What follows belongs to an exercise in optimizing a design on an open flow for small area, a short achievable clock period and few clock cycles per item; a production flow would make more cautious choices.
In this exercise RTL edits were held to simulation tests only and were not proved equivalent to the original.

// fma32
module fma32 (
    input  wire        clk,
    input  wire        rst,         
    input  wire        in_valid,
    input  wire [31:0] a,
    input  wire [31:0] b,
    input  wire [31:0] c,
    input  wire        strict,      
    input  wire [1:0]  rnd,         
    output reg         out_valid,
    output wire [31:0] result,
    output wire [3:0]  flags        
);
Size: roughly 6300 cells after synthesis, roughly 330 flip-flops, about 140 I/O pins.
clock: 28.0 ns
lec_check: 0
abc_area: 1
cap_margin: 10
core_margin: 2
core_utilization: 40
cts_cluster_diameter: 150
cts_cluster_size: 30
slew_margin: 10
standard.sh (not shown) runs the stock make flow with config.mk's settings and CLKGATE_MAP_FILE= SYNTH_SCRIPT=/design/flow/synth_recipe.tcl, a recipe that flattens the netlist after the stock synthesis.
==> flow/flow/run.sh <==
#!/bin/bash
set -e
export SETUP_SLACK_MARGIN=21.4
export BUFFER_PORTS_ARGS="-inputs -outputs -buffer_cell sky130_fd_sc_hd__buf_1"
bash standard.sh > standard.log 2>&1
The baseline produced a clean layout.
Testbench counts at the start, summed over its fixed seeds: cycles 12,024, items 12,000.
Rerun with:
==> flow/flow/run.sh (replaced) <==
#!/bin/bash
set -e
export SETUP_SLACK_MARGIN=21.4
bash standard.sh > standard.log 2>&1
--- a/flow/config.mk
+++ b/flow/config.mk
@@ -9 +9 @@
-export CAP_MARGIN = 10
+export CAP_MARGIN = 20
@@ -12,3 +12 @@
-export CTS_CLUSTER_DIAMETER = 150
-export CTS_CLUSTER_SIZE = 30
-export SLEW_MARGIN = 10
+export SLEW_MARGIN = 20
Result: The new run completed without violations; setup slack gets worse by 24 ps; wire length is about the same; cell area is higher by a few percent; via count decreases slightly; non-clock buffer count stays the same; die area stays the same; critical path depth does not change.
Rerun with:
--- a/flow/flow/run.sh
+++ b/flow/flow/run.sh
@@ -3,0 +4 @@
+export BUFFER_PORTS_ARGS="-inputs -outputs -buffer_cell sky130_fd_sc_hd__buf_1"
--- a/flow/config.mk
+++ b/flow/config.mk
@@ -11,0 +12,2 @@
+export CTS_CLUSTER_DIAMETER = 150
+export CTS_CLUSTER_SIZE = 30
=> The new run completed with no timing, DRC or antenna violations; worst hold slack improves by 15 ps; count of clock-buffer cells in the layout drops by 29; utilization decreases by 1.7 points; first-iteration DRC count decreases by about 9%; synthesized area stays the same; register-to-register slack gets worse by 40 ps; cell count is lower by 0.64%; worst setup slack is better by 24 ps; routed wire length barely changes.
Rerun with:
--- a/flow/config.mk
+++ b/flow/config.mk
@@ -11 +11 @@
-export CORE_UTILIZATION = 40
+export CORE_UTILIZATION = 55
@@ -13,0 +14 @@
+export PLACE_DENSITY = 0.65
What happened: The new run finished with timing, DRC and antenna clean; clock-buffer cell count does not change; design area came out lower by 0.65%; maximum frequency stays flat.

---

exp/umber:
Starting RTL as in the previous note.
==> flow/config.mk <==
export PLATFORM = sky130hd
export DESIGN_NAME = fma32
export DESIGN_NICKNAME = fma32
export VERILOG_FILES = /design/flow/design.v
export SDC_FILE = /design/flow/constraint.sdc
export NUM_CORES = 4
export LEC_CHECK = 0
export ABC_AREA = 1
export CAP_MARGIN = 20
export CORE_MARGIN = 2
export CORE_UTILIZATION = 40
export SLEW_MARGIN = 20
==> flow/constraint.sdc <==
create_clock -name core_clock -period 28.0 [get_ports {clk}]
set_input_delay 5.6000 -clock core_clock [delete_from_list [all_inputs] [get_ports {clk}]]
set_output_delay 5.6000 -clock core_clock [all_outputs]
set_load 0.01 [all_outputs]
==> flow/flow/run.sh <==
#!/bin/bash
set -e
export SETUP_SLACK_MARGIN=21.4
export BUFFER_PORTS_ARGS="-inputs -outputs -buffer_cell sky130_fd_sc_hd__buf_1"
bash standard.sh > standard.log 2>&1
exp/umber was carried through to the last stage, and its layout satisfied the timing, design-rule and antenna checks.
Testbench counts of exp/umber, summed over its fixed seeds: cycles 12,024, items 12,000.
Edits applied to the flow inputs when going from exp/umber to exp/nickel:
# exp/umber
export LEC_CHECK = 0
export ABC_AREA = 1
export CAP_MARGIN = 20
export CORE_MARGIN = 2
export CORE_UTILIZATION = 40
export SLEW_MARGIN = 20
create_clock -name core_clock -period 28.0 [get_ports {clk}]
# exp/nickel
export LEC_CHECK = 0
export ABC_AREA = 1
export CAP_MARGIN = 20
export CORE_MARGIN = 2
export CORE_UTILIZATION = 40
export CTS_CLUSTER_DIAMETER = 150
export CTS_CLUSTER_SIZE = 30
export SLEW_MARGIN = 20
create_clock -name core_clock -period 28.0 [get_ports {clk}]
==> flow/flow/run.sh <==
#!/bin/bash
set -e
export SETUP_SLACK_MARGIN=21.4
bash standard.sh > standard.log 2>&1
Results
Any difference in design area between exp/nickel and exp/umber is small enough to ignore.
exp/umber -> exp/nickel: weighted congestion at the end of routability-driven global placement decreased by a few percent
Compared with exp/umber, exp/nickel shows a higher post-detailed-placement cell area.
On exp/nickel: worst slack after detailed placement is 110 ps higher than what exp/umber gave.
exp/nickel: H-tree depth is 1 lower than what exp/umber reported.

what the ideal ports hide:
How much do the figures lean on ideal ports? The routed layouts below were timed once more, with nothing changed but the port constraints. Step 1 assumes that a clkbuf_16 drives the clock port and a buf_2 every other input. Step 2 times the ports against the registers' clock, not the clock port: input delays grow and output delays shrink by t, the midpoint of the rising clock arrivals with the driver on. a / b / c = ideal / step 1 / step 2; a / b = the first two.
run | t, ns | setup WS [ns] | hold slack, ns | clock arrival spread, ns | worst data-port slew with drivers (ns)
the first run of note 1 | 0.650 | 21.375 / 21.301 / 21.561 | 0.342 / 0.342 / 0.342 | 0.042 / 0.042 | 0.04
the second run of note 1 | 0.678 | 21.351 / 21.279 / 21.596 | 0.326 / 0.326 / 0.326 | 0.026 / 0.027 | 0.06
the third run of note 1 | 0.650 | 21.375 / 21.301 / 21.561 | 0.342 / 0.342 / 0.342 | 0.042 / 0.042 | 0.04
the fourth run of note 1 | 0.629 | 21.374 / 21.305 / 21.374 | 0.334 / 0.334 / 0.334 | 0.028 / 0.027 | 0.06
exp/umber | 0.675 | 21.332 / 21.259 / 21.585 | 0.271 / 0.271 / 0.271 | 0.066 / 0.066 | 0.04
exp/nickel | 0.632 | 21.395 / 21.322 / 21.516 | 0.336 / 0.336 / 0.336 | 0.056 / 0.056 | 0.06
After both steps setup and hold are still met in every run listed.
